This design comes from an exercise in tuning for small area on the open sky130 flow, not from production work. Function was checked by simulation only, so behaviour that the tests miss may differ from the original. Power is estimated from default activity; no workload was simulated.

==> design.v <==
module pkdec_conv (
    input  wire         clk,
    input  wire         rst,         
    input  wire         in_valid,
    input  wire         in_op,       
    input  wire [127:0] in_a,        
    input  wire [63:0]  in_gb,       
    input  wire [2:0]   in_rm,       
    output wire         out_valid,
    output wire [127:0] out_d,       
    output wire         out_vx,      
    output wire         out_xx       
);
    function [11:0] dpd_decode;
        input [9:0] b;
        reg p, q, r, s, t, u, v, w, x, y;
        reg big2, big1, big0, h1, l1, h0, l0;
        begin
            {p, q, r, s, t, u, v, w, x, y} = b;
            big2 = v & ((w & ~x) | (w & x & (~s | t)));
            big1 = v & ((~w & x) | (w & x & (s | ~t)));
            big0 = v & ((~w & ~x) | (w & x & (s | t)));
            h1 = (v & w & x) ? p : s;
            l1 = (v & w & x) ? q : t;
            h0 = ~v ? w : (w ? p : s);
            l0 = ~v ? x : (w ? q : t);
            dpd_decode = {big2, p & ~big2, q & ~big2, r,
                          big1, h1 & ~big1, l1 & ~big1, u,
                          big0, h0 & ~big0, l0 & ~big0, y};
        end
    endfunction
    function [9:0] dpd_encode;
        input [11:0] bcd;
        reg a, b, c, d, e, f, g, h, i, j, k, m;
        begin
            {a, b, c, d} = bcd[11:8];
            {e, f, g, h} = bcd[7:4];
            {i, j, k, m} = bcd[3:0];
            case ({a, e, i})
                3'b000: dpd_encode = {b, c, d, f, g, h, 1'b0, j, k, m};
                3'b001: dpd_encode = {b, c, d, f, g, h, 1'b1, 1'b0, 1'b0, m};
                3'b010: dpd_encode = {b, c, d, j, k, h, 1'b1, 1'b0, 1'b1, m};
                3'b011: dpd_encode = {b, c, d, 1'b1, 1'b0, h, 1'b1, 1'b1, 1'b1, m};
                3'b100: dpd_encode = {j, k, d, f, g, h, 1'b1, 1'b1, 1'b0, m};
                3'b101: dpd_encode = {f, g, d, 1'b0, 1'b1, h, 1'b1, 1'b1, 1'b1, m};
                3'b110: dpd_encode = {j, k, d, 1'b0, 1'b0, h, 1'b1, 1'b1, 1'b1, m};
                default: dpd_encode = {1'b0, 1'b0, d, 1'b1, 1'b1, h, 1'b1, 1'b1, 1'b1, m};
            endcase
        end
    endfunction
    integer i_s, i_r;
    wire        g_hi_ok = (&in_gb[63:13]) | ~(|in_gb[63:13]);
    wire [14:0] t       = {in_gb[13], in_gb[13:0]} + 15'd6176;
    wire        gb_ok   = g_hi_ok & ~t[14] & ~(t[13] & t[12]);
    wire [13:0] bexp_s  = t[13:0];
    wire [4:0]  cf      = in_a[126:122];
    wire        d_spec  = &cf[4:1];
    wire        d_big   = cf[4] & cf[3];
    wire [1:0]  d_ehi   = d_big ? cf[2:1] : cf[4:3];
    wire [3:0]  d_msd   = d_big ? {3'b100, cf[0]} : {1'b0, cf[2:0]};
    wire [13:0] d_bexp  = {d_ehi, in_a[121:110]};
    wire signed [15:0] dif = $signed({2'b00, bexp_s}) - $signed({2'b00, d_bexp});
    reg  [6:0]  s_cl;
    always @* begin
        if (dif < -16'sd31)     s_cl = 7'd0;
        else if (dif > 16'sd35) s_cl = 7'd66;
        else                    s_cl = dif[6:0] + 7'd31;
    end
    wire        d_inv   = d_spec | ~gb_ok;
    wire [6:0]  s_code  = d_inv ? 7'd127 : s_cl;
    reg  [1:0]  rmc;
    always @* begin
        case (in_rm)
            3'd0:    rmc = 2'd0;
            3'd2:    rmc = in_a[127] ? 2'd1 : 2'd2;
            3'd3:    rmc = in_a[127] ? 2'd2 : 2'd1;
            3'd4:    rmc = 2'd3;
            default: rmc = 2'd1;
        endcase
    end
    wire [3:0]  nib     = in_a[3:0];
    wire        s_neg   = (nib == 4'hB) || (nib == 4'hD);
    reg         s_bad;
    reg  [99:0] s_dec;
    always @* begin
        s_bad = (nib < 4'hA) || !gb_ok;
        for (i_s = 1; i_s < 32; i_s = i_s + 1)
            if (in_a[i_s*4 +: 4] > 4'd9) s_bad = 1'b1;
        for (i_s = 0; i_s < 10; i_s = i_s + 1)
            s_dec[i_s*10 +: 10] = dpd_encode(in_a[4 + i_s*12 +: 12]);
    end
    wire [3:0]  s_top   = {in_a[127], in_a[127] ? 2'b00 : in_a[126:125], in_a[124]};
    wire [123:0] p0;
    assign p0[0] = in_op ? s_dec[1] : in_a[0];
    assign p0[1] = in_op ? s_dec[2] : in_a[1];
    assign p0[2] = in_op ? s_dec[3] : in_a[2];
    assign p0[3] = in_op ? s_dec[5] : in_a[3];
    assign p0[4] = in_a[4];
    assign p0[5] = in_op ? s_dec[6] : in_a[5];
    assign p0[6] = in_op ? s_dec[8] : in_a[6];
    assign p0[7] = in_op ? s_dec[9] : in_a[7];
    assign p0[8] = in_a[8];
    assign p0[9] = in_op ? s_dec[11] : in_a[9];
    assign p0[10] = in_op ? s_dec[12] : in_a[10];
    assign p0[11] = in_op ? s_dec[13] : in_a[11];
    assign p0[12] = in_a[12];
    assign p0[13] = in_op ? s_dec[15] : in_a[13];
    assign p0[14] = in_op ? s_dec[16] : in_a[14];
    assign p0[15] = in_op ? s_dec[18] : in_a[15];
    assign p0[16] = in_a[16];
    assign p0[17] = in_op ? s_dec[19] : in_a[17];
    assign p0[18] = in_op ? s_dec[21] : in_a[18];
    assign p0[19] = in_op ? s_dec[22] : in_a[19];
    assign p0[20] = in_a[20];
    assign p0[21] = in_op ? s_dec[23] : in_a[21];
    assign p0[22] = in_op ? s_dec[25] : in_a[22];
    assign p0[23] = in_op ? s_dec[26] : in_a[23];
    assign p0[24] = in_a[24];
    assign p0[25] = in_op ? s_dec[28] : in_a[25];
    assign p0[26] = in_op ? s_dec[29] : in_a[26];
    assign p0[27] = in_op ? s_dec[31] : in_a[27];
    assign p0[28] = in_a[28];
    assign p0[29] = in_op ? s_dec[32] : in_a[29];
    assign p0[30] = in_op ? s_dec[33] : in_a[30];
    assign p0[31] = in_op ? s_dec[35] : in_a[31];
    assign p0[32] = in_a[32];
    assign p0[33] = in_op ? s_dec[36] : in_a[33];
    assign p0[34] = in_op ? s_dec[38] : in_a[34];
    assign p0[35] = in_op ? s_dec[39] : in_a[35];
    assign p0[36] = in_a[36];
    assign p0[37] = in_op ? s_dec[41] : in_a[37];
    assign p0[38] = in_op ? s_dec[42] : in_a[38];
    assign p0[39] = in_op ? s_dec[43] : in_a[39];
    assign p0[40] = in_a[40];
    assign p0[41] = in_op ? s_dec[45] : in_a[41];
    assign p0[42] = in_op ? s_dec[46] : in_a[42];
    assign p0[43] = in_op ? s_dec[48] : in_a[43];
    assign p0[44] = in_a[44];
    assign p0[45] = in_op ? s_dec[49] : in_a[45];
    assign p0[46] = in_op ? s_dec[51] : in_a[46];
    assign p0[47] = in_op ? s_dec[52] : in_a[47];
    assign p0[48] = in_a[48];
    assign p0[49] = in_op ? s_dec[53] : in_a[49];
    assign p0[50] = in_op ? s_dec[55] : in_a[50];
    assign p0[51] = in_op ? s_dec[56] : in_a[51];
    assign p0[52] = in_a[52];
    assign p0[53] = in_op ? s_dec[58] : in_a[53];
    assign p0[54] = in_op ? s_dec[59] : in_a[54];
    assign p0[55] = in_op ? s_dec[61] : in_a[55];
    assign p0[56] = in_a[56];
    assign p0[57] = in_op ? s_dec[62] : in_a[57];
    assign p0[58] = in_op ? s_dec[63] : in_a[58];
    assign p0[59] = in_op ? s_dec[65] : in_a[59];
    assign p0[60] = in_a[60];
    assign p0[61] = in_op ? s_dec[66] : in_a[61];
    assign p0[62] = in_op ? s_dec[68] : in_a[62];
    assign p0[63] = in_op ? s_dec[69] : in_a[63];
    assign p0[64] = in_a[64];
    assign p0[65] = in_op ? s_dec[71] : in_a[65];
    assign p0[66] = in_op ? s_dec[72] : in_a[66];
    assign p0[67] = in_op ? s_dec[73] : in_a[67];
    assign p0[68] = in_a[68];
    assign p0[69] = in_op ? s_dec[75] : in_a[69];
    assign p0[70] = in_op ? s_dec[76] : in_a[70];
    assign p0[71] = in_op ? s_dec[78] : in_a[71];
    assign p0[72] = in_a[72];
    assign p0[73] = in_op ? s_dec[79] : in_a[73];
    assign p0[74] = in_op ? s_dec[81] : in_a[74];
    assign p0[75] = in_op ? s_dec[82] : in_a[75];
    assign p0[76] = in_a[76];
    assign p0[77] = in_op ? s_dec[83] : in_a[77];
    assign p0[78] = in_op ? s_dec[85] : in_a[78];
    assign p0[79] = in_op ? s_dec[86] : in_a[79];
    assign p0[80] = in_a[80];
    assign p0[81] = in_op ? s_dec[88] : in_a[81];
    assign p0[82] = in_op ? s_dec[89] : in_a[82];
    assign p0[83] = in_op ? s_dec[90] : in_a[83];
    assign p0[84] = in_a[84];
    assign p0[85] = in_op ? s_dec[91] : in_a[85];
    assign p0[86] = in_op ? s_dec[92] : in_a[86];
    assign p0[87] = in_op ? s_dec[93] : in_a[87];
    assign p0[88] = in_a[88];
    assign p0[89] = in_op ? s_dec[94] : in_a[89];
    assign p0[90] = in_op ? s_dec[95] : in_a[90];
    assign p0[91] = in_op ? s_dec[96] : in_a[91];
    assign p0[92] = in_a[92];
    assign p0[93] = in_op ? s_dec[97] : in_a[93];
    assign p0[94] = in_op ? s_dec[98] : in_a[94];
    assign p0[95] = in_op ? s_dec[99] : in_a[95];
    assign p0[96] = in_a[96];
    assign p0[97] = in_op ? s_top[0] : in_a[97];
    assign p0[98] = in_op ? s_top[1] : in_a[98];
    assign p0[99] = in_op ? s_top[2] : in_a[99];
    assign p0[100] = in_a[100];
    assign p0[101] = in_op ? s_neg : in_a[101];
    assign p0[102] = in_op ? s_bad : in_a[102];
    assign p0[103] = in_op ? bexp_s[0] : in_a[103];
    assign p0[104] = in_a[104];
    assign p0[105] = in_op ? bexp_s[1] : in_a[105];
    assign p0[106] = in_op ? bexp_s[2] : in_a[106];
    assign p0[107] = in_op ? bexp_s[3] : in_a[107];
    assign p0[108] = in_a[108];
    assign p0[109] = in_op ? bexp_s[4] : in_a[109];
    assign p0[110] = in_op ? bexp_s[5] : d_msd[0];
    assign p0[111] = in_op ? bexp_s[6] : d_msd[1];
    assign p0[112] = in_op ? bexp_s[7] : d_msd[2];
    assign p0[113] = in_op ? bexp_s[8] : d_msd[3];
    assign p0[114] = in_op ? bexp_s[9] : s_code[0];
    assign p0[115] = in_op ? bexp_s[10] : s_code[1];
    assign p0[116] = in_op ? bexp_s[11] : s_code[2];
    assign p0[117] = in_op ? bexp_s[12] : s_code[3];
    assign p0[118] = in_op ? 1'b1 : s_code[4];
    assign p0[119] = in_op ? 1'b0 : s_code[5];
    assign p0[120] = in_op ? 1'b1 : s_code[6];
    assign p0[121] = in_op ? bexp_s[13] : rmc[0];
    assign p0[122] = in_op ? 1'b0 : rmc[1];
    assign p0[123] = in_a[127];
    reg          v1, v2, v3, v4, v5, v6;
    reg  [123:0] p1, p2, p3, p3b, p4;
    always @(posedge clk) begin
        if (rst) begin
            v1 <= 1'b0; v2 <= 1'b0; v3 <= 1'b0; v4 <= 1'b0; v5 <= 1'b0; v6 <= 1'b0;
        end else begin
            v1 <= in_valid; v2 <= v1; v3 <= v2; v4 <= v3; v5 <= v4; v6 <= v5;
        end
        p1 <= p0; p2 <= p1; p3 <= p2; p3b <= p3; p4 <= p3b;
    end
    wire         op4   = p4[120] & ~p4[119] & p4[118];
    wire         sign4 = p4[123];
    wire [1:0]   rmc4  = p4[122:121];
    wire [6:0]   s4    = p4[120:114];
    wire         inv4  = s4[6] & s4[5];
    wire         sbad4 = p4[102];
    wire [255:0] c4;              
    wire [33:0]  nz4;
    assign c4[255:136] = 120'd0;
    assign c4[135:132] = p4[113:110];
    genvar gd;
    generate for (gd = 0; gd < 11; gd = gd + 1) begin : g_dec
        assign c4[gd*12 +: 12] = dpd_decode(p4[gd*10 +: 10]);
    end
    for (gd = 0; gd < 34; gd = gd + 1) begin : g_nz
        assign nz4[gd] = |c4[gd*4 +: 4];
    end endgenerate
    wire [5:0]   rot   = {~s4[5], s4[4:0]};
    wire [5:0]   nrot  = ~rot;
    wire [255:0] l1  = ({256{rot[5]}} & {c4[127:0], c4[255:128]}) | ({256{nrot[5]}} & c4);
    wire [255:0] l2  = ({256{rot[4]}} & {l1[63:0],  l1[255:64]})  | ({256{nrot[4]}} & l1);
    wire [255:0] l3  = ({256{rot[3]}} & {l2[31:0],  l2[255:32]})  | ({256{nrot[3]}} & l2);
    wire [255:0] l4  = ({256{rot[2]}} & {l3[15:0],  l3[255:16]})  | ({256{nrot[2]}} & l3);
    wire [255:0] l5  = ({256{rot[1]}} & {l4[7:0],   l4[255:8]})   | ({256{nrot[1]}} & l4);
    wire [255:0] r4w = ({256{rot[0]}} & {l5[3:0],   l5[255:4]})   | ({256{nrot[0]}} & l5);
    wire [127:0] r4    = r4w[127:0];
    wire [3:0]   rdig  = r4[3:0];
    wire [127:0] th    = {128{1'b1}} << s4;       
    wire         lovf  = |(nz4 & th[33:0]);
    wire         stick = |(nz4 & ~th[65:32]);
    wire inexact = (rdig != 4'd0) || stick;
    reg  rup;
    always @* begin
        case (rmc4)
            2'd0:    rup = (rdig > 4'd5) || ((rdig == 4'd5) && (stick || r4[4]));
            2'd1:    rup = 1'b0;
            2'd2:    rup = inexact;
            default: rup = (rdig >= 4'd5);
        endcase
    end
    wire         d2s_sel  = ~op4 & ~inv4 & ~lovf;
    wire         d2s_selh = d2s_sel & ~(s4 > 7'd64);
    wire         s2d_sel  = op4 & ~sbad4;
    wire         nan_sel  = op4 & sbad4;
    wire [127:0] q4;
    assign q4[0] = (s2d_sel & p4[4]) | (d2s_sel & sign4);
    assign q4[1] = (s2d_sel & p4[0]);
    assign q4[2] = (s2d_sel & p4[1]) | ~op4;
    assign q4[3] = (s2d_sel & p4[2]) | ~op4;
    assign q4[4] = (s2d_sel & p4[8]) | (d2s_sel & r4[4]);
    assign q4[5] = (s2d_sel & p4[3]) | (d2s_sel & r4[5]);
    assign q4[6] = (s2d_sel & p4[5]) | (d2s_sel & r4[6]);
    assign q4[7] = (s2d_sel & p4[12]) | (d2s_sel & r4[7]);
    assign q4[8] = (s2d_sel & p4[6]) | (d2s_sel & r4[8]);
    assign q4[9] = (s2d_sel & p4[7]) | (d2s_sel & r4[9]);
    assign q4[10] = (s2d_sel & p4[16]) | (d2s_sel & r4[10]);
    assign q4[11] = (s2d_sel & p4[9]) | (d2s_sel & r4[11]);
    assign q4[12] = (s2d_sel & p4[10]) | (d2s_sel & r4[12]);
    assign q4[13] = (s2d_sel & p4[11]) | (d2s_sel & r4[13]);
    assign q4[14] = (s2d_sel & p4[20]) | (d2s_sel & r4[14]);
    assign q4[15] = (s2d_sel & p4[13]) | (d2s_sel & r4[15]);
    assign q4[16] = (s2d_sel & p4[14]) | (d2s_sel & r4[16]);
    assign q4[17] = (s2d_sel & p4[24]) | (d2s_sel & r4[17]);
    assign q4[18] = (s2d_sel & p4[15]) | (d2s_sel & r4[18]);
    assign q4[19] = (s2d_sel & p4[17]) | (d2s_sel & r4[19]);
    assign q4[20] = (s2d_sel & p4[28]) | (d2s_sel & r4[20]);
    assign q4[21] = (s2d_sel & p4[18]) | (d2s_sel & r4[21]);
    assign q4[22] = (s2d_sel & p4[19]) | (d2s_sel & r4[22]);
    assign q4[23] = (s2d_sel & p4[21]) | (d2s_sel & r4[23]);
    assign q4[24] = (s2d_sel & p4[32]) | (d2s_sel & r4[24]);
    assign q4[25] = (s2d_sel & p4[22]) | (d2s_sel & r4[25]);
    assign q4[26] = (s2d_sel & p4[23]) | (d2s_sel & r4[26]);
    assign q4[27] = (s2d_sel & p4[36]) | (d2s_sel & r4[27]);
    assign q4[28] = (s2d_sel & p4[25]) | (d2s_sel & r4[28]);
    assign q4[29] = (s2d_sel & p4[26]) | (d2s_sel & r4[29]);
    assign q4[30] = (s2d_sel & p4[40]) | (d2s_sel & r4[30]);
    assign q4[31] = (s2d_sel & p4[27]) | (d2s_sel & r4[31]);
    assign q4[32] = (s2d_sel & p4[29]) | (d2s_sel & r4[32]);
    assign q4[33] = (s2d_sel & p4[30]) | (d2s_sel & r4[33]);
    assign q4[34] = (s2d_sel & p4[44]) | (d2s_sel & r4[34]);
    assign q4[35] = (s2d_sel & p4[31]) | (d2s_sel & r4[35]);
    assign q4[36] = (s2d_sel & p4[33]) | (d2s_sel & r4[36]);
    assign q4[37] = (s2d_sel & p4[48]) | (d2s_sel & r4[37]);
    assign q4[38] = (s2d_sel & p4[34]) | (d2s_sel & r4[38]);
    assign q4[39] = (s2d_sel & p4[35]) | (d2s_sel & r4[39]);
    assign q4[40] = (s2d_sel & p4[52]) | (d2s_sel & r4[40]);
    assign q4[41] = (s2d_sel & p4[37]) | (d2s_sel & r4[41]);
    assign q4[42] = (s2d_sel & p4[38]) | (d2s_sel & r4[42]);
    assign q4[43] = (s2d_sel & p4[39]) | (d2s_sel & r4[43]);
    assign q4[44] = (s2d_sel & p4[56]) | (d2s_sel & r4[44]);
    assign q4[45] = (s2d_sel & p4[41]) | (d2s_sel & r4[45]);
    assign q4[46] = (s2d_sel & p4[42]) | (d2s_sel & r4[46]);
    assign q4[47] = (s2d_sel & p4[60]) | (d2s_sel & r4[47]);
    assign q4[48] = (s2d_sel & p4[43]) | (d2s_sel & r4[48]);
    assign q4[49] = (s2d_sel & p4[45]) | (d2s_sel & r4[49]);
    assign q4[50] = (s2d_sel & p4[64]) | (d2s_sel & r4[50]);
    assign q4[51] = (s2d_sel & p4[46]) | (d2s_sel & r4[51]);
    assign q4[52] = (s2d_sel & p4[47]) | (d2s_sel & r4[52]);
    assign q4[53] = (s2d_sel & p4[49]) | (d2s_sel & r4[53]);
    assign q4[54] = (s2d_sel & p4[68]) | (d2s_sel & r4[54]);
    assign q4[55] = (s2d_sel & p4[50]) | (d2s_sel & r4[55]);
    assign q4[56] = (s2d_sel & p4[51]) | (d2s_sel & r4[56]);
    assign q4[57] = (s2d_sel & p4[72]) | (d2s_sel & r4[57]);
    assign q4[58] = (s2d_sel & p4[53]) | (d2s_sel & r4[58]);
    assign q4[59] = (s2d_sel & p4[54]) | (d2s_sel & r4[59]);
    assign q4[60] = (s2d_sel & p4[76]) | (d2s_sel & r4[60]);
    assign q4[61] = (s2d_sel & p4[55]) | (d2s_sel & r4[61]);
    assign q4[62] = (s2d_sel & p4[57]) | (d2s_sel & r4[62]);
    assign q4[63] = (s2d_sel & p4[58]) | (d2s_sel & r4[63]);
    assign q4[64] = (s2d_sel & p4[80]) | (d2s_sel & r4[64]);
    assign q4[65] = (s2d_sel & p4[59]) | (d2s_sel & r4[65]);
    assign q4[66] = (s2d_sel & p4[61]) | (d2s_sel & r4[66]);
    assign q4[67] = (s2d_sel & p4[84]) | (d2s_sel & r4[67]);
    assign q4[68] = (s2d_sel & p4[62]) | (d2s_sel & r4[68]);
    assign q4[69] = (s2d_sel & p4[63]) | (d2s_sel & r4[69]);
    assign q4[70] = (s2d_sel & p4[88]) | (d2s_sel & r4[70]);
    assign q4[71] = (s2d_sel & p4[65]) | (d2s_sel & r4[71]);
    assign q4[72] = (s2d_sel & p4[66]) | (d2s_sel & r4[72]);
    assign q4[73] = (s2d_sel & p4[67]) | (d2s_sel & r4[73]);
    assign q4[74] = (s2d_sel & p4[92]) | (d2s_sel & r4[74]);
    assign q4[75] = (s2d_sel & p4[69]) | (d2s_sel & r4[75]);
    assign q4[76] = (s2d_sel & p4[70]) | (d2s_sel & r4[76]);
    assign q4[77] = (s2d_sel & p4[96]) | (d2s_sel & r4[77]);
    assign q4[78] = (s2d_sel & p4[71]) | (d2s_sel & r4[78]);
    assign q4[79] = (s2d_sel & p4[73]) | (d2s_sel & r4[79]);
    assign q4[80] = (s2d_sel & p4[100]) | (d2s_sel & r4[80]);
    assign q4[81] = (s2d_sel & p4[74]) | (d2s_sel & r4[81]);
    assign q4[82] = (s2d_sel & p4[75]) | (d2s_sel & r4[82]);
    assign q4[83] = (s2d_sel & p4[77]) | (d2s_sel & r4[83]);
    assign q4[84] = (s2d_sel & p4[104]) | (d2s_sel & r4[84]);
    assign q4[85] = (s2d_sel & p4[78]) | (d2s_sel & r4[85]);
    assign q4[86] = (s2d_sel & p4[79]) | (d2s_sel & r4[86]);
    assign q4[87] = (s2d_sel & p4[108]) | (d2s_sel & r4[87]);
    assign q4[88] = (s2d_sel & p4[81]) | (d2s_sel & r4[88]);
    assign q4[89] = (s2d_sel & p4[82]) | (d2s_sel & r4[89]);
    assign q4[90] = (s2d_sel & p4[83]) | (d2s_sel & r4[90]);
    assign q4[91] = (s2d_sel & p4[85]) | (d2s_sel & r4[91]);
    assign q4[92] = (s2d_sel & p4[86]) | (d2s_sel & r4[92]);
    assign q4[93] = (s2d_sel & p4[87]) | (d2s_sel & r4[93]);
    assign q4[94] = (s2d_sel & p4[89]) | (d2s_sel & r4[94]);
    assign q4[95] = (s2d_sel & p4[90]) | (d2s_sel & r4[95]);
    assign q4[96] = (s2d_sel & p4[91]) | (d2s_sel & r4[96]);
    assign q4[97] = (s2d_sel & p4[93]) | (d2s_sel & r4[97]);
    assign q4[98] = (s2d_sel & p4[94]) | (d2s_sel & r4[98]);
    assign q4[99] = (s2d_sel & p4[95]) | (d2s_sel & r4[99]);
    assign q4[100] = (s2d_sel & p4[97]) | (d2s_sel & r4[100]);
    assign q4[101] = (s2d_sel & p4[98]) | (d2s_sel & r4[101]);
    assign q4[102] = (s2d_sel & p4[99]) | (d2s_sel & r4[102]);
    assign q4[103] = (s2d_sel & p4[123]) | (d2s_sel & r4[103]);
    assign q4[104] = (d2s_sel & r4[104]);
    assign q4[105] = (d2s_sel & r4[105]);
    assign q4[106] = (d2s_sel & r4[106]);
    assign q4[107] = (d2s_sel & r4[107]);
    assign q4[108] = (d2s_sel & r4[108]);
    assign q4[109] = (d2s_sel & r4[109]);
    assign q4[110] = (s2d_sel & p4[103]) | (d2s_sel & r4[110]);
    assign q4[111] = (s2d_sel & p4[105]) | (d2s_sel & r4[111]);
    assign q4[112] = (s2d_sel & p4[106]) | (d2s_sel & r4[112]);
    assign q4[113] = (s2d_sel & p4[107]) | (d2s_sel & r4[113]);
    assign q4[114] = (s2d_sel & p4[109]) | (d2s_sel & r4[114]);
    assign q4[115] = (s2d_sel & p4[110]) | (d2s_sel & r4[115]);
    assign q4[116] = (s2d_sel & p4[111]) | (d2s_sel & r4[116]);
    assign q4[117] = (s2d_sel & p4[112]) | (d2s_sel & r4[117]);
    assign q4[118] = (s2d_sel & p4[113]) | (d2s_sel & r4[118]);
    assign q4[119] = (s2d_sel & p4[114]) | (d2s_sel & r4[119]);
    assign q4[120] = (s2d_sel & p4[115]) | (d2s_selh & r4[120]);
    assign q4[121] = (s2d_sel & p4[116]) | (d2s_selh & r4[121]);
    assign q4[122] = nan_sel | (d2s_selh & r4[122]);
    assign q4[123] = nan_sel | (d2s_selh & r4[123]);
    assign q4[124] = nan_sel | (d2s_selh & r4[124]);
    assign q4[125] = (s2d_sel & p4[117]) | nan_sel | (d2s_selh & r4[125]);
    assign q4[126] = (s2d_sel & p4[121]) | nan_sel | (d2s_selh & r4[126]);
    assign q4[127] = (s2d_sel & p4[101]) | (d2s_selh & r4[127]);
    reg          rup5, vx5, xx5;
    reg  [127:0] q5;
    always @(posedge clk) begin
        q5   <= q4;
        rup5 <= d2s_sel & rup;
        vx5  <= ~s2d_sel & ~d2s_sel;
        xx5  <= d2s_sel & inexact;
    end
    reg  [123:0] inc;
    reg          cy;
    reg  [3:0]   dg;
    always @* begin
        cy = rup5;
        for (i_r = 0; i_r < 31; i_r = i_r + 1) begin
            dg = q5[4 + i_r*4 +: 4];
            inc[i_r*4]     = dg[0] ^ cy;
            inc[i_r*4 + 1] = dg[1] ^ (cy & dg[0] & ~dg[3]);
            inc[i_r*4 + 2] = dg[2] ^ (cy & dg[0] & dg[1]);
            inc[i_r*4 + 3] = dg[3] ^ (cy & dg[0] & (dg[3] | (dg[1] & dg[2])));
            cy = cy & dg[3] & dg[0];
        end
    end
    assign out_valid = v6;
    assign out_d     = {inc, q5[3:1], q5[0] & ~cy};
    assign out_vx    = vx5 | cy;
    assign out_xx    = xx5 & ~cy;
endmodule
==> flow/run.sh <==
#!/bin/bash
# Own layout flow: the standard ORFS flow (standard.sh: unchanged synthesis
# and steps) except that the port buffers use the smallest buffer cell
# (sky130_fd_sc_hd__buf_1) instead of clkdlybuf4s50_1. Every port still gets
# its buffer. All output of make (every tool) goes to flow_make.log in this
# folder; ORFS also keeps one log per step under orfs/logs/.
set -euo pipefail
export BUFFER_PORTS_ARGS="-buffer_cell sky130_fd_sc_hd__buf_1"
bash standard.sh > flow_make.log 2>&1
==> standard.sh <==
#!/bin/bash
# synth_recipe.tcl (not shown) runs the flow's synth.tcl, then flattens the netlist and writes it again
# the make line also repeats each setting of config.mk as NAME=value (left out here)
make -C /OpenROAD-flow-scripts/flow DESIGN_CONFIG=/design/flow/config.mk WORK_HOME=/design/flow/orfs CLKGATE_MAP_FILE= SYNTH_SCRIPT=/design/flow/synth_recipe.tcl "${@:-finish}"
==> config.mk <==
export PLATFORM = sky130hd
export DESIGN_NAME = pkdec_conv
export DESIGN_NICKNAME = pkdec_conv
export VERILOG_FILES = /design/flow/design.v
export SDC_FILE = /design/flow/constraint.sdc
export NUM_CORES = 4
export LEC_CHECK = 0
export ABC_AREA = 1
export CAP_MARGIN = 20
export CORE_MARGIN = 2
export CORE_UTILIZATION = 68
export CTS_BUF_LIST = sky130_fd_sc_hd__clkbuf_16
export CTS_CLUSTER_DIAMETER = 100
export CTS_CLUSTER_SIZE = 25
export PLACE_DENSITY = 0.76
export SLEW_MARGIN = 20
==> constraint.sdc <==
create_clock -name core_clock -period 6.0 [get_ports {clk}]
set_input_delay 1.2000 -clock core_clock [delete_from_list [all_inputs] [get_ports {clk}]]
set_output_delay 1.2000 -clock core_clock [all_outputs]
set_load 0.01 [all_outputs]
==> results of run 1 <==
[area by class of cell]
cell class              instances  area share, %
flip-flops and latches        757           43.8
clock buffers                  36           2.60
inverters                     449           4.87
clock inverters                 7          0.303
well taps                     607           2.19
repair buffers                374           4.58
diodes                          6         0.0433
multi-input cells            2806           41.6
[cells in the final DEF (no fill, tap or decap), types with 8 or more instances in the layout]
cell type	n
nand2_1	871
a22oi_1	27
nand4_1	60
a31oi_1	28
o221ai_1	29
xor2_1	17
mux2i_1	46
buf_4	42
o22ai_1	207
o21ai_0	653
a21oi_1	129
clkbuf_16	36
a221oi_1	8
inv_1	439
ha_1	48
nor3_1	47
nor2_1	343
a32oi_1	9
nor4_1	22
xnor2_1	35
a41oi_1	10
o31ai_1	9
nand3_1	110
o211ai_1	19
dfxtp_1	752
buf_1	328
[worst max-delay path, cell delays in order (launching register included)]
cell and delay, ns:
dfxtp_1 0.37, nand2_1 0.07, nor2_2 0.16, nand3_2 0.19, nor2_4 0.24, nand4_4 0.13, nor2_4 0.15, nand4_4 0.10
nor2_4 0.15, nand4_4 0.12, nor2_4 0.17, nand4_4 0.12, nor2_4 0.17, nand4_4 0.13, nor2_4 0.16, nand4_4 0.11
nor2_4 0.14, nand2_1 0.08, nor2_1 0.10, ha_1 0.19, nand2_1 0.09, nor2_1 0.12, nand2_1 0.06, o21ai_0 0.07
buf_1 0.17
[report_power, final]
group          internal (mW)  switching, mW  leakage, nW
clock network           1.11           1.55        0.495
logic                  0.472           1.44         8.31
registers               5.37          0.234         6.33
[sequential cells by signal, summed over array words and instances, names as in the netlist]
name / count
rup5: 1
p3: 124
v6: 1
v3: 1
v4: 1
v5: 1
p2: 124
v1: 1
p3b: 124
v2: 1
p1: 124
vx5: 1
xx5: 1
q5: 128
p4: 124
[path summary, 6_finish.rpt]
check          start          to  slack [ns]  cells after the start
min           p2[48]      p3[48]        0.30                      0
max            q5[7]  out_d[127]        0.61                     24
max reg2reg  p4[118]      q5[19]        1.30                     11
min reg2reg   p2[48]      p3[48]        0.30                      0
[through the flow]
step	total power [mW]	worst slack [ns]
after CTS	9.91	0.578
final	10.2	0.613
after global placement	7.31	1.38
after detailed placement	7.35	1.23
after floorplan	6.63	2.04
after global routing	10.4	0.298
[metal layers]
metal	vias up	share of wire, %	track usage (%)
met5	-	0.29	2.35
met4	20	9.8	37.5
met3	881	17	26.6
met2	2923	40	73.3
met1	15026	32	56.5
li1	14598	-	-
[Yosys cell counts (5+ instances only)]
cell type | number | area [um2]
dfxtp_1 | 757 | 15200
a21oi_1 | 129 | 646
xor2_1 | 17 | 149
o31ai_1 | 9 | 67.6
o21ai_0 | 659 | 3300
mux2i_1 | 46 | 460
ha_1 | 48 | 601
nor4_1 | 22 | 138
nand4_1 | 60 | 375
nand4_4 | 6 | 128
o2111ai_1 | 7 | 61.3
o221ai_1 | 30 | 263
buf_1 | 47 | 176
a41oi_1 | 10 | 87.6
nor3_1 | 48 | 240
clkbuf_1 | 154 | 578
a221oi_1 | 9 | 78.8
buf_4 | 7 | 52.6
xnor2_1 | 35 | 307
nor2_1 | 344 | 1290
clkinv_1 | 5 | 18.8
nand2_1 | 873 | 3280
nand3_1 | 110 | 551
or2_2 | 5 | 31.3
a22oi_1 | 27 | 203
o22ai_1 | 207 | 1290
inv_1 | 441 | 1660
o211ai_1 | 19 | 143
nor2_4 | 7 | 78.8
a32oi_1 | 9 | 78.8
a31oi_1 | 28 | 175
[cell families after synthesis]
family                     after synthesis
buffers and inverters                  661
and+or+nand+nor                       1483
DFF                                    757
adders and majority gates               49
xor gates and xnor gates                52
muxes                                   46
AOI/OAI and AO/OA                     1176
==> flow_metrics.env, run 1 <==
export IMPL_avgSynthCellArea_um2=7.59
export IMPL_grt_max_degree=113
export IMPL_routed_wirelength_um=129000
export IMPL_clock_sinks=757
export IMPL_hold_slack_ns=0.300
export IMPL_syn_cell_area_mm2=0.0321
export IMPL_synth_xor_area_share_pct=1.42
export IMPL_drc=0
export IMPL_hold_path_class="reg -> reg"
export IMPL_synthAdderAreaFrac_pct=1.94
export IMPL_synth_warnings=1
export IMPL_fp_dieW_um=221
export IMPL_num_fill_cells=3578
export IMPL_area_growth_synth_to_final_pct=8.06
export IMPL_nets=4672
export IMPL_finClkSkew_ns=0.0556
export IMPL_clkLatencyLatePin_ns=0.63
export IMPL_ff_latch_area_mm2=0.0152
export IMPL_ys_types=59
export IMPL_multi_input_area_mm2=0.0144
export IMPL_drtPass1Iterations=16
export IMPL_ys_flop_type="dfxtp_1"
export IMPL_grt_pass1_vias=30242
export IMPL_hold_viol=0
export IMPL_crit_fanout=3
export IMPL_slew_headroom_pct=12.3
export IMPL_endpoint_kind="primary output"
export IMPL_detail_route_wl_per_cell_um=25.5
export IMPL_cts_tree="yes"
export IMPL_worst_slew_pin_slew_ns=1.31
export IMPL_ant_nets=0
export IMPL_ctsRootBufferMaster="clkbuf_16"
export IMPL_drt_iter0_markers=7002
export IMPL_core_area_mm2=0.0466
export IMPL_synth_edf_count=0
export IMPL_fin_crit_ns=5.39
export IMPL_htreeDepth=2
export IMPL_status="complete, no violations"
export IMPL_instances_no_fill=5042
export IMPL_leakagePower_nw=15.1
export IMPL_cts_resized=0
export IMPL_cp_required_ns=4.80
export IMPL_path_clk_slew_ns=0.10
export IMPL_design_area_mm2=0.0346
export IMPL_ir_drop_v=0.000317
export IMPL_grt_overflow_total=0
export IMPL_die_h_um=221
export IMPL_numCtsBuffers=36
export IMPL_hpwl_um=90000
export IMPL_num_vias=33448
export IMPL_place_area_mm2=0.0336
export IMPL_ctsHoldBuffers=0
export IMPL_totalNegativeSetupSlack_ns=0
export IMPL_rsz0062_at_grt="false"
export IMPL_placement_io_buffers=329
export IMPL_crit_type="reg -> out"
export IMPL_start_util_pct=68.9
export IMPL_vias_per_cell=6.63
export IMPL_syn_inst=4224
export IMPL_layout_drive_gt1_share_pct=3.00
export IMPL_grt_first_pass_wirelength_um=185000
export IMPL_period_share_pct=89.8
export IMPL_clockBufferDepth=3
export IMPL_drv_slew=0
export IMPL_floorplan_rows=79
export IMPL_antenna_found_initial=17
export IMPL_final_core_util_pct=74.4
export IMPL_yosysSeqAreaShare_pct=47.3
export IMPL_synth_simple_area_share_pct=19.3
export IMPL_grt_total_usage_pct=50.7
export IMPL_fmax_mhz=186
export IMPL_finalSetupViolCount=0
export IMPL_synth_top_family_by_area="compound AO/OA/AOI/OAI gates"
export IMPL_synthArstFlopShare_pct=0
export IMPL_cp_arrival_ns=4.19
export IMPL_critPathLaunchType="flop"
export IMPL_synth_compound_area_share_pct=20.8
export IMPL_maxCapViolations=0
export IMPL_gp_congestion=1.21
export IMPL_p_per_area_mw_per_mm2=294
export IMPL_io_pins=330
export IMPL_dp_cells=4990
export IMPL_synth_seq_cells=757
export IMPL_muxShareOfSynthArea_pct=1.44
export IMPL_syn_num_nets=4472
export IMPL_die_area_mm2=0.0489
export IMPL_postCtsSetupRepairBufs=0
==> run 2, diff against run 1 <==
--- a/config.mk
+++ b/config.mk
@@ -6,11 +6,11 @@
 export NUM_CORES = 4
 export LEC_CHECK = 0
 export ABC_AREA = 1
-export CAP_MARGIN = 20
+export CAP_MARGIN = 10
 export CORE_MARGIN = 2
-export CORE_UTILIZATION = 68
+export CORE_UTILIZATION = 55
 export CTS_BUF_LIST = sky130_fd_sc_hd__clkbuf_16
 export CTS_CLUSTER_DIAMETER = 100
 export CTS_CLUSTER_SIZE = 25
-export PLACE_DENSITY = 0.76
-export SLEW_MARGIN = 20
+export PLACE_DENSITY = 0.65
+export SLEW_MARGIN = 10
==> flow_metrics.env, run 2 <==
export IMPL_die_area_mm2=0.0602
export IMPL_r2r_start="p4[23]"
export IMPL_min_to="p3b[123]"
export IMPL_crit_fanout=3
export IMPL_ant_nets=0
export IMPL_drt_iter0_markers=4823
export IMPL_hold_path_class="reg -> reg"
export IMPL_htreeDepth=2
export IMPL_die_h_um=245
export IMPL_floorplan_rows=88
export IMPL_synthAdderAreaFrac_pct=1.94
export IMPL_drv_slew=0
export IMPL_startpoint="q5[4]"
export IMPL_finClkSkew_ns=0.0530
export IMPL_reg2reg_depth=15
export IMPL_syn_cell_area_mm2=0.0321
export IMPL_postCtsSetupRepairBufs=0
export IMPL_placement_io_buffers=329
export IMPL_yosys_area_top_type_share_pct=47.3
export IMPL_fin_total_pwr_mw=10.4
export IMPL_slew_headroom_pct=4.38
export IMPL_muxShareOfSynthArea_pct=1.44
export IMPL_syn_inst=4224
export IMPL_hold_slack_ns=0.281
export IMPL_synthArstFlopShare_pct=0
export IMPL_synth_compound_area_share_pct=20.8
export IMPL_synth_area_top_cells="dfxtp_1 (47%), o21ai_0 (10%), nand2_1 (10%)"
export IMPL_antenna_found_initial=3
export IMPL_reg2reg_slack_ns=1.40
export IMPL_grt_overflow_total=0
export IMPL_synth_xor_area_share_pct=1.42
export IMPL_p_per_area_mw_per_mm2=295
export IMPL_status="complete, no violations"
export IMPL_hp_start="p3[123]"
export IMPL_core_area_mm2=0.0577
export IMPL_avgSynthCellArea_um2=7.59
export IMPL_largest_reg_flops=128
export IMPL_drc=0
export IMPL_finalSetupViolCount=0
export IMPL_syn_num_nets=4472
export IMPL_ir_drop_v=0.000290
export IMPL_numCtsBuffers=38
export IMPL_ctsHoldBuffers=0
export IMPL_min_path_cells=0
export IMPL_grt_pass1_vias=30725
export IMPL_grt_total_usage_pct=45.7
export IMPL_synth_commonest_cells="nand2_1 (873), dfxtp_1 (757), o21ai_0 (659)"
export IMPL_fin_crit_ns=5.52
export IMPL_drtPass1Iterations=10
export IMPL_layout_drive_gt1_share_pct=4.00
export IMPL_ys_flop_type="dfxtp_1"
export IMPL_period_share_pct=92.1
export IMPL_routed_wirelength_um=141000
export IMPL_synthMostInstantiatedCell="nand2_1"
export IMPL_synth_top_family_by_area="compound AO/OA/AOI/OAI gates"
export IMPL_final_common_cell="nand2_1"
export IMPL_cp_required_ns=4.80
export IMPL_fp_dieW_um=245
export IMPL_ys_types=59
export IMPL_clock_sinks=757
export IMPL_rr_endpoint="q5[73]"
export IMPL_final_cell_mix="nand2_1 (871), dfxtp_1 (752), o21ai_0 (658)"
export IMPL_critPathLaunchType="flop"
export IMPL_maxCapViolations=0
export IMPL_io_pins=330
export IMPL_synth_warnings=1
export IMPL_regMostFlops="q5"
export IMPL_crit_type="reg -> out"
export IMPL_detail_route_wl_per_cell_um=27.0
export IMPL_worst_slew_pin_slew_ns=1.42
export IMPL_leakagePower_nw=15.4
export IMPL_totalNegativeSetupSlack_ns=0
export IMPL_start_util_pct=55.6
export IMPL_path_clk_slew_ns=0.10
export IMPL_clockBufferDepth=3
export IMPL_synth_seq_cells=757
export IMPL_yosysSeqAreaShare_pct=47.3
export IMPL_nets=4715
export IMPL_cts_tree="yes"
export IMPL_cts_resized=0
export IMPL_num_vias=32900
export IMPL_gp_congestion=1.09
export IMPL_hpwl_um=109000
export IMPL_grt_first_pass_wirelength_um=201000
export IMPL_area_growth_synth_to_final_pct=9.93
export IMPL_final_core_util_pct=61.1
export IMPL_rsz0062_at_grt="false"
export IMPL_synth_edf_count=0
export IMPL_cp_arrival_ns=4.32
export IMPL_fmax_mhz=181
export IMPL_hold_viol=0
export IMPL_vias_per_cell=6.27
export IMPL_clkLatencyLatePin_ns=0.63
export IMPL_synth_simple_area_share_pct=19.3
export IMPL_yosys_area_top_type="dfxtp_1"
export IMPL_endpoint_kind="primary output"
export IMPL_ctsRootBufferMaster="clkbuf_16"
export IMPL_grt_max_degree=124
[run 2: worst max-delay path: stages, from the launching register on]
cell	delay [ns]
dfxtp_1	0.36
inv_1	0.06
nor2_2	0.17
nand3_2	0.20
nor2_4	0.27
nand4_4	0.14
nor2_4	0.16
nand4_4	0.11
nor2_4	0.15
nand4_4	0.13
nor2_4	0.18
nand4_4	0.13
nor2_4	0.18
nand4_4	0.12
nor2_4	0.16
nand4_4	0.12
nor2_4	0.14
nand2_1	0.09
nor2_1	0.09
ha_1	0.19
nand2_1	0.09
nor2_1	0.13
nand2_1	0.07
o21ai_0	0.07
buf_1	0.16
[run 2: worst max path at each step]
stage | end | cells after the start
floorplan | out_d[127] | 23
finish | out_d[127] | 24
detailed placement | out_d[127] | 24
global placement | out_d[127] | 24
CTS | out_d[127] | 24
global route | out_d[127] | 24
[run 2: metrics by stage]
step	area (um2)	setup WS, ns	cells
after floorplan	32100	2.04	4224
after global placement	34100	1.28	5191
after detailed placement	34100	1.11	5191
after CTS	35200	0.449	5240
after global routing	35200	0.175	5242
final	35200	0.477	5244
[run 2: logic make-up after synthesis]
kind of cell,Yosys count
AO/OA/AOI/OAI,1176
multiplexers,46
adder cells (fa/ha/maj),49
AND/OR/NAND/NOR,1483
buffers and inverters,661
XOR/XNOR,52
flip-flops,757
[run 2: layout make-up]
cell class / count / area (um2)
antenna: 3 / 7.51
clock buffer: 38 / 951
clock inverter: 11 / 144
fill: 5098 / 22500
inverter: 449 / 1690
multi-input combinational: 2806 / 14400
sequential: 757 / 15200
tap: 765 / 957
timing repair buffer: 415 / 1920
[run 2: layer usage]
layer  global-route usage, %  wire, um  up-vias
met2                    71.5     61800     2525
met3                    11.2     17200      573
met1                    54.9     49800    15111
met4                    33.2     12600        2
met5                       0        15        -
li1                        -         -    14689
[run 2: where the power goes]
| part | leakage (nW) | total [mW] | switching, mW | internal [mW] |
|---|---|---|---|---|
| Combinational | 8.53 | 1.97 | 1.47 | 0.501 |
| Clock | 0.541 | 2.82 | 1.63 | 1.19 |
| Sequential | 6.33 | 5.61 | 0.235 | 5.37 |
==> run 3, diff against run 2 <==
--- a/design.v
+++ b/design.v
@@ -398,10 +398,12 @@
     assign q4[125] = (s2d_sel & p4[117]) | nan_sel | (d2s_selh & r4[125]);
     assign q4[126] = (s2d_sel & p4[121]) | nan_sel | (d2s_selh & r4[126]);
     assign q4[127] = (s2d_sel & p4[101]) | (d2s_selh & r4[127]);
+    localparam [127:0] QINV = {{31{4'b1001}}, 4'b0000};
     reg          rup5, vx5, xx5;
-    reg  [127:0] q5;
+    reg  [127:0] q5n;
+    wire [127:0] q5 = q5n ^ QINV;
     always @(posedge clk) begin
-        q5   <= q4;
+        q5n  <= q4 ^ QINV;
         rup5 <= d2s_sel & rup;
         vx5  <= ~s2d_sel & ~d2s_sel;
         xx5  <= d2s_sel & inexact;
--- a/config.mk
+++ b/config.mk
@@ -6,11 +6,11 @@
 export NUM_CORES = 4
 export LEC_CHECK = 0
 export ABC_AREA = 1
-export CAP_MARGIN = 10
+export CAP_MARGIN = 20
 export CORE_MARGIN = 2
-export CORE_UTILIZATION = 55
+export CORE_UTILIZATION = 65
 export CTS_BUF_LIST = sky130_fd_sc_hd__clkbuf_16
 export CTS_CLUSTER_DIAMETER = 100
 export CTS_CLUSTER_SIZE = 25
-export PLACE_DENSITY = 0.65
-export SLEW_MARGIN = 10
+export PLACE_DENSITY = 0.72
+export SLEW_MARGIN = 20
==> flow_metrics.env, run 3 <==
export IMPL_status="complete, no violations"
export IMPL_cp_arrival_ns=4.22
export IMPL_drt_iter0_markers=5318
export IMPL_nets=4641
export IMPL_ctsHoldBuffers=0
export IMPL_slowest_stage="nor2_4"
export IMPL_syn_cell_area_mm2=0.0322
export IMPL_grt_total_usage_pct=49.5
export IMPL_core_area_mm2=0.0490
export IMPL_crit_type="reg -> out"
export IMPL_synthAdderAreaFrac_pct=1.93
export IMPL_worst_slack_ns=0.580
export IMPL_routed_wirelength_um=130000
export IMPL_ant_nets=0
export IMPL_detail_route_wl_per_cell_um=25.6
export IMPL_cpMostUsedCell="nor2_4"
export IMPL_gp_congestion=1.20
export IMPL_synth_area_top_cells="dfxtp_1 (47%), nand2_1 (11%), o21ai_0 (9.3%)"
export IMPL_htreeDepth=2
export IMPL_synth_top_family_by_area="compound AO/OA/AOI/OAI gates"
export IMPL_syn_num_nets=4443
export IMPL_syn_inst=4195
export IMPL_period_share_pct=90.3
export IMPL_ys_types=61
export IMPL_floorplan_rows=81
export IMPL_fmax_mhz=184
export IMPL_final_common_cell="nand2_1"
export IMPL_drv_slew=0
export IMPL_crit_fanout=4
export IMPL_synth_xor_area_share_pct=2.20
export IMPL_grt_first_pass_wirelength_um=185000
export IMPL_die_h_um=227
export IMPL_path_cells="inv_1 -> nor2_4 -> nand3_2 -> nor2_4 -> nand4_4 -> nor2_4 -> nand4_4 -> nor2_4 -> nand4_4 -> nor2_4 -> nand4_4 -> nor2_4 -> nand4_4 -> nor2_4 -> nand4_4 -> nor2_4 -> nand2_1 -> nor3_2 -> ha_1 -> nand2_1 -> xnor2_1 -> buf_1"
export IMPL_muxShareOfSynthArea_pct=1.09
export IMPL_clkLatencyLatePin_ns=0.62
export IMPL_avgSynthCellArea_um2=7.68
export IMPL_fp_dieW_um=227
export IMPL_leakagePower_nw=15.2
export IMPL_path_clk_slew_ns=0.10
export IMPL_grt_max_degree=88
export IMPL_totalNegativeSetupSlack_ns=0
export IMPL_dp_cells=5017
export IMPL_synth_edf_count=0
export IMPL_clockBufferDepth=3
export IMPL_maxCapViolations=0
export IMPL_antenna_found_initial=15
export IMPL_ys_flop_type="dfxtp_1"
export IMPL_cp_required_ns=4.80
export IMPL_ir_drop_v=0.000238
export IMPL_synth_simple_area_share_pct=19.8
export IMPL_drc=0
export IMPL_postCtsSetupRepairBufs=0
export IMPL_vias_per_cell=6.51
export IMPL_yosys_area_top_type="dfxtp_1"
export IMPL_die_area_mm2=0.0514
export IMPL_synthMostInstantiatedCell="nand2_1"
export IMPL_yosys_area_top_type_share_pct=47.0
export IMPL_synth_commonest_cells="nand2_1 (925), dfxtp_1 (757), o21ai_0 (597)"
export IMPL_hold_viol=0
export IMPL_cts_tree="yes"
export IMPL_critPathLaunchType="flop"
export IMPL_finClkSkew_ns=0.0364
export IMPL_rsz0062_at_grt="false"
export IMPL_finalSetupViolCount=0
export IMPL_slew_headroom_pct=14.6
export IMPL_area_growth_synth_to_final_pct=8.25
export IMPL_endpoint_kind="primary output"
export IMPL_synth_warnings=1
export IMPL_synthArstFlopShare_pct=0
export IMPL_instances_no_fill=5070
export IMPL_ctsRootBufferMaster="clkbuf_16"
export IMPL_p_per_area_mw_per_mm2=292
export IMPL_max_stage_delay_ns=0.38
export IMPL_hpwl_um=94300
export IMPL_grt_overflow_total=0
export IMPL_drtPass1Iterations=11
export IMPL_io_pins=330
export IMPL_synth_seq_cells=757
export IMPL_yosysSeqAreaShare_pct=47.0
export IMPL_regMostFlops="q5n"
export IMPL_layout_drive_gt1_share_pct=3.27
export IMPL_preCtsSetupSlack_ns=1.36
export IMPL_cts_resized=0
export IMPL_numCtsBuffers=36
export IMPL_largest_reg_flops=128
export IMPL_start_util_pct=65.8
export IMPL_final_cell_mix="nand2_1 (925), dfxtp_1 (753), o21ai_0 (592)"
export IMPL_hold_path_class="reg -> reg"
export IMPL_fin_crit_ns=5.42
export IMPL_worst_slew_pin_slew_ns=1.28
export IMPL_num_vias=33021
export IMPL_synth_compound_area_share_pct=20.3
export IMPL_clock_sinks=757
export IMPL_placement_io_buffers=329
export IMPL_grt_pass1_vias=29483
run 3: cell count changes in the layout (fill, tap and decap cells not counted), moves of 41 or more:
cell / delta
o22ai_1: -92
a22oi_1: +49
o21ai_0: -66
nor2_1: -129
buf_4: -41
nand2_1: +54
run 3: kinds of logic (layout without fill, tap and decap cells):
| kind of cell | Yosys count | after routing |
|---|---|---|
| muxes | 35 | 35 |
| DFF | 757 | 757 |
| xor gates and xnor gates | 81 | 81 |
| AOI/OAI and AO/OA | 1135 | 1135 |
| other | 0 | 8 |
| adders and majority gates | 49 | 49 |
| and+or+nand+nor | 1492 | 1492 |
| buffers and inverters | 646 | 849 |
run 3: worst paths after layout:
| path | startpoint | end | slack [ns] | depth (start not counted) |
|---|---|---|---|---|
| setup / recovery | rup5 | out_d[122] | 0.58 | 22 |
| setup reg to reg | p4[43] | q5n[109] | 1.59 | 13 |
| hold reg to reg | p3b[36] | p4[36] | 0.31 | 0 |
| hold / removal | p3b[36] | p4[36] | 0.31 | 0 |
run 3: worst max-delay path, delay by kind of cell (launching register included):
kind	cells	cell delay (ns)
flip-flops	1	0.34
AND/OR/NAND/NOR	18	2.67
buffers and inverters	2	0.23
XOR/XNOR	1	0.13
adder cells (fa/ha/maj)	1	0.23
run 3: power by group:
group / switching, mW / total (mW) / internal (mW)
Sequential: 0.260 / 5.63 / 5.37
Clock: 1.55 / 2.67 / 1.11
Combinational: 1.41 / 1.88 / 0.476
run 3: cell type report:
cell class | instances | area (um2)
flip-flops and latches | 757 | 15200
multi-input cells | 2792 | 14600
fillers | 3933 | 14100
inverters | 431 | 1620
repair buffers | 375 | 1620
clock buffers | 36 | 901
well taps | 664 | 831
clock inverters | 7 | 105
diodes | 8 | 20.0
run 3: metrics by stage:
step | total power, mW | util [%] | cell area [um2] | hold slack [ns]
2_1_floorplan | 6.64 | - | 32200 | 0.310
3_3_place_gp | 7.36 | 69.1 | 33800 | 0.310
3_5_place_dp | 7.40 | 69.1 | 33800 | 0.312
4_1_cts | 9.96 | 71.1 | 34800 | 0.317
5_1_grt | 10.4 | 71.2 | 34900 | 0.316
6_report | 10.2 | 71.2 | 34900 | 0.311
run 3: layer usage:
metal	share of wire, %	track usage, %	vias up
met5	0.071	1.86	-
met2	41	72.7	2778
met3	15	21.6	807
met1	34	56.3	14872
met4	9.9	38.3	14
li1	-	-	14550
==> run 4, diff against run 3 <==
--- a/design.v
+++ b/design.v
@@ -216,14 +216,14 @@
     assign p0[122] = in_op ? 1'b0 : rmc[1];
     assign p0[123] = in_a[127];
     reg          v1, v2, v3, v4, v5, v6;
-    reg  [123:0] p1, p2, p3, p3b, p4;
+    reg  [123:0] p1, p2, p3, p4;
     always @(posedge clk) begin
         if (rst) begin
             v1 <= 1'b0; v2 <= 1'b0; v3 <= 1'b0; v4 <= 1'b0; v5 <= 1'b0; v6 <= 1'b0;
         end else begin
             v1 <= in_valid; v2 <= v1; v3 <= v2; v4 <= v3; v5 <= v4; v6 <= v5;
         end
-        p1 <= p0; p2 <= p1; p3 <= p2; p3b <= p3; p4 <= p3b;
+        p1 <= p0; p2 <= p1; p3 <= p2; p4 <= p3;
     end
     wire         op4   = p4[120] & ~p4[119] & p4[118];
     wire         sign4 = p4[123];
@@ -398,12 +398,10 @@
     assign q4[125] = (s2d_sel & p4[117]) | nan_sel | (d2s_selh & r4[125]);
     assign q4[126] = (s2d_sel & p4[121]) | nan_sel | (d2s_selh & r4[126]);
     assign q4[127] = (s2d_sel & p4[101]) | (d2s_selh & r4[127]);
-    localparam [127:0] QINV = {{31{4'b1001}}, 4'b0000};
     reg          rup5, vx5, xx5;
-    reg  [127:0] q5n;
-    wire [127:0] q5 = q5n ^ QINV;
+    reg  [127:0] q5;
     always @(posedge clk) begin
-        q5n  <= q4 ^ QINV;
+        q5   <= q4;
         rup5 <= d2s_sel & rup;
         vx5  <= ~s2d_sel & ~d2s_sel;
         xx5  <= d2s_sel & inexact;
@@ -422,8 +420,15 @@
             cy = cy & dg[3] & dg[0];
         end
     end
+    reg          vx6, xx6;
+    reg  [127:0] res6;
+    always @(posedge clk) begin
+        res6 <= {inc, q5[3:1], q5[0] & ~cy};
+        vx6  <= vx5 | cy;
+        xx6  <= xx5 & ~cy;
+    end
     assign out_valid = v6;
-    assign out_d     = {inc, q5[3:1], q5[0] & ~cy};
-    assign out_vx    = vx5 | cy;
-    assign out_xx    = xx5 & ~cy;
+    assign out_d     = res6;
+    assign out_vx    = vx6;
+    assign out_xx    = xx6;
 endmodule
==> flow/run.sh (replaced) <==
#!/bin/bash
# Own layout flow: the standard ORFS flow (standard.sh, unchanged
# synthesis and steps) with two settings that only change cell choices:
#  * port buffers use the smallest buffer (buf_1) instead of clkdlybuf4s50_1;
#  * after global routing, non-critical gates are downsized (RECOVER_POWER).
# All output of make (every tool) goes to flow_make.log in this folder; ORFS
# also keeps one log per step under orfs/logs/.
set -euo pipefail
export BUFFER_PORTS_ARGS="-buffer_cell sky130_fd_sc_hd__buf_1"
export RECOVER_POWER=100
bash standard.sh > flow_make.log 2>&1
==> config.mk (replaced) <==
export PLATFORM = sky130hd
export DESIGN_NAME = pkdec_conv
export DESIGN_NICKNAME = pkdec_conv
export VERILOG_FILES = /design/flow/design.v
export SDC_FILE = /design/flow/constraint.sdc
export NUM_CORES = 4
export LEC_CHECK = 0
export ABC_AREA = 1
export CAP_MARGIN = 20
export CORE_MARGIN = 2
export CORE_UTILIZATION = 55
export CTS_BUF_LIST = sky130_fd_sc_hd__clkbuf_4
export PLACE_DENSITY = 0.65
export SLEW_MARGIN = 20
==> flow_metrics.env, run 4 <==
export IMPL_grt_first_pass_wirelength_um=210000
export IMPL_finClkSkew_ns=0.104
export IMPL_clkLatencyLatePin_ns=1.10
export IMPL_cp_required_ns=6.92
export IMPL_numCtsBuffers=178
export IMPL_worst_slew_pin_slew_ns=3.38
export IMPL_use_met3_pct=16.6
export IMPL_synth_area_top_cells="dfxtp_1 (47%), nand2_1 (12%), o21ai_0 (10%)"
export IMPL_rr_endpoint="q5[76]"
export IMPL_num_vias=34659
export IMPL_ctsRootBufferMaster="clkbuf_4"
export IMPL_yosys_area_top_type_share_pct=47.0
export IMPL_dp_cells=5268
export IMPL_synthArstFlopShare_pct=0
export IMPL_endpoint_kind="flop"
export IMPL_drc=0
export IMPL_fin_crit_ns=5.12
export IMPL_synth_simple_area_share_pct=21.0
export IMPL_grt_pass1_vias=32623
export IMPL_muxShareOfSynthArea_pct=1.79
export IMPL_grtUsageMet1_pct=54.7
export IMPL_start_util_pct=55.4
export IMPL_routed_wirelength_um=150000
export IMPL_htreeDepth=4
export IMPL_synth_compound_area_share_pct=19.0
export IMPL_slowest_stage="o21ai_0"
export IMPL_finalSetupViolCount=0
export IMPL_io_pins=330
export IMPL_path_clk_slew_ns=0.07
export IMPL_top_usage_layer="met2"
export IMPL_die_area_mm2=0.0611
export IMPL_design_area_mm2=0.0367
export IMPL_fp_dieW_um=247
export IMPL_grt_max_degree=106
export IMPL_min_path_cells=1
export IMPL_drv_slew=136
export IMPL_critPathLaunchType="flop"
export IMPL_synth_xor_area_share_pct=1.40
export IMPL_fin_total_pwr_mw=11.9
export IMPL_place_area_mm2=0.0345
export IMPL_instances_no_fill=5587
export IMPL_crit_fanout=56
export IMPL_synth_edf_count=0
export IMPL_fmax_mhz=195
export IMPL_final_common_cell="nand2_1"
export IMPL_synth_warnings=1
export IMPL_hold_viol=0
export IMPL_reg_top3="q5 (128), res6 (128)"
export IMPL_synthAdderAreaFrac_pct=1.91
export IMPL_drtPass1Iterations=9
export IMPL_grt_overflow_total=0
export IMPL_path_cells="inv_1 -> nor2_1 -> clkbuf_1 -> clkinvlp_2 -> buf_4 -> o22ai_1 -> o21ai_0 -> mux2i_1 -> o21ai_0 -> clkbuf_1 -> nor2_1 -> o21ai_0 -> o21ai_0"
export IMPL_synthMostInstantiatedCell="nand2_1"
export IMPL_totalNegativeSetupSlack_ns=0
export IMPL_drt_iter0_markers=4574
export IMPL_nets=4924
export IMPL_core_area_mm2=0.0587
export IMPL_min_to="p1[44]"
export IMPL_synth_commonest_cells="nand2_1 (997), dfxtp_1 (763), o21ai_0 (658)"
export IMPL_final_core_util_pct=62.5
export IMPL_grt_total_usage_pct=48.0
export IMPL_cp_arrival_ns=6.04
export IMPL_syn_cell_area_mm2=0.0325
export IMPL_vias_per_cell=6.20
export IMPL_area_growth_synth_to_final_pct=12.8
export IMPL_yosysSeqAreaShare_pct=47.0
export IMPL_ant_nets=0
export IMPL_postCtsSetupRepairBufs=0
export IMPL_max_stage_delay_ns=0.81
export IMPL_synth_top_family_by_area="simple AND/OR/NAND/NOR gates"
export IMPL_syn_num_nets=4555
export IMPL_slew_headroom_pct=-125
export IMPL_clock_sinks=763
export IMPL_period_share_pct=85.3
export IMPL_ctsHoldBuffers=0
export IMPL_floorplan_rows=89
export IMPL_clockBufferDepth=3
export IMPL_antenna_found_initial=14
export IMPL_avgSynthCellArea_um2=7.55
export IMPL_placement_io_buffers=329
export IMPL_met2_usage_pct=72.7
export IMPL_rsz0062_at_grt="false"
export IMPL_layout_drive_gt1_share_pct=7.97
export IMPL_die_h_um=247
export IMPL_hpwl_um=112000
export IMPL_hold_path_class="in -> reg"
export IMPL_hp_start="in_a[44]"
export IMPL_ys_types=64
export IMPL_cts_tree="yes"
export IMPL_yosys_area_top_type="dfxtp_1"
export IMPL_detail_route_wl_per_cell_um=26.8
export IMPL_leakagePower_nw=16.6
export IMPL_status="finished with violations"
export IMPL_p_per_area_mw_per_mm2=325
export IMPL_crit_type="reg -> reg"
export IMPL_cpMostUsedCell="o21ai_0"
export IMPL_final_cell_mix="nand2_1 (996), dfxtp_1 (759), o21ai_0 (659)"
export IMPL_r2r_start="p4[118]"
export IMPL_syn_inst=4307
export IMPL_violatedChecks="capacitance limit, slew limit"
export IMPL_ir_drop_v=0.000207
export IMPL_gp_congestion=1.13
export IMPL_synth_seq_cells=763
export IMPL_reg2reg_depth=13
export IMPL_cts_resized=0
export IMPL_ys_flop_type="dfxtp_1"
export IMPL_reg2reg_slack_ns=0.88
export IMPL_maxCapViolations=2
[run 4: changes by cell type in the layout (fill, tap and decap cells not counted), sizes merged, moves of 36 or more]
cell / change
o21ai: +55
clkbuf: +231
nor2: +41
nand2: +73
inv: +43
a22oi: -52
clkinv: +36
[run 4: worst max-delay path: cells and delay by family (launching register included)]
kind,cells,cell delay [ns]
AOI/OAI and AO/OA,5,1.77
buffers and inverters,5,2.14
DFF,1,0.53
muxes,1,0.31
and+or+nand+nor,2,0.19
[run 4: where the power goes]
group	total [mW]	switching (mW)	internal (mW)
combinational	2.03	1.53	0.501
sequential	5.62	0.244	5.38
clock	4.25	2.16	2.09
[run 4: cell type report]
| class | count | area [um2] |
|---|---|---|
| multi-input combinational | 2871 | 14600 |
| timing repair buffer | 397 | 1750 |
| clock inverter | 56 | 413 |
| fill | 5053 | 22000 |
| clock buffer | 254 | 1910 |
| inverter | 465 | 1750 |
| sequential | 763 | 15300 |
| antenna | 8 | 20.0 |
| tap | 773 | 967 |
[run 4: worst max-delay path by stage]
stage	to	cells past startpoint	startpoint
final	q5[76]	13	p4[118]
after global routing	p1[41]	5	in_op
after CTS	q5[31]	15	p4[119]
after detailed placement	p1[119]	19	in_gb[5]
after global placement	rup5	14	p4[119]
after floorplan	p1[119]	18	in_gb[5]
[run 4: metal layers]
| metal | part of all wire [%] | vias up | wire length (um) |
|---|---|---|---|
| met5 | 0.063 | - | 94 |
| met4 | 9.7 | 10 | 14500 |
| met2 | 43 | 2668 | 64100 |
| li1 | - | 15306 | - |
| met1 | 35 | 15907 | 52300 |
| met3 | 13 | 768 | 19000 |
[run 4: logic make-up after synthesis]
logic type / Yosys count
simple gates: 1615
compound gates: 1097
flops: 763
buf+inv: 673
mux: 58
xor+xnor: 52
fa+ha+maj: 49
[run 4: metrics by stage]
step                      setup slack (ns)  hold slack (ns)
after CTS                             1.91            0.170
after floorplan                       2.37            0.310
after global placement                1.84            0.309
after global routing                 0.786            0.203
after detailed placement              1.78            0.312
final                                0.882            0.237

## afterwards: timing with drivers on the ports
How much do the figures lean on ideal ports? The routed layouts below were timed once more, with nothing changed but the port constraints.
Step 1 (the two cells are an assumption about what drives the block):
set clk [get_ports {clk}]
set_driving_cell -lib_cell sky130_fd_sc_hd__clkbuf_16 $clk
set_driving_cell -lib_cell sky130_fd_sc_hd__buf_2 [delete_from_list [all_inputs] $clk]
Step 2 times the ports against the registers' clock, not the clock port: input delays grow and output delays shrink by t, the midpoint of the rising clock arrivals with the driver on.
Slacks: ideal ports / drivers / drivers and shift; pairs: ideal ports / drivers.
run	shift t [ns]	slack for setup (ns)	hold slack, ns	worst setup path after step 2
run 1	0.675	0.613 / 0.544 / 1.219	0.300 / 0.300 / 0.300	register to output
run 2	0.675	0.477 / 0.406 / 1.082	0.281 / 0.281 / 0.281	register to output
run 3	0.666	0.580 / 0.515 / 1.181	0.311 / 0.311 / 0.311	register to output
run 4	1.109	0.882 / 0.882 / 0.047	0.237 / 0.199 / 0.264	input to register
For run 4, which loses most, drivers alone change the setup slack by 0.000 ns; drivers and shift together by -0.835 ns.
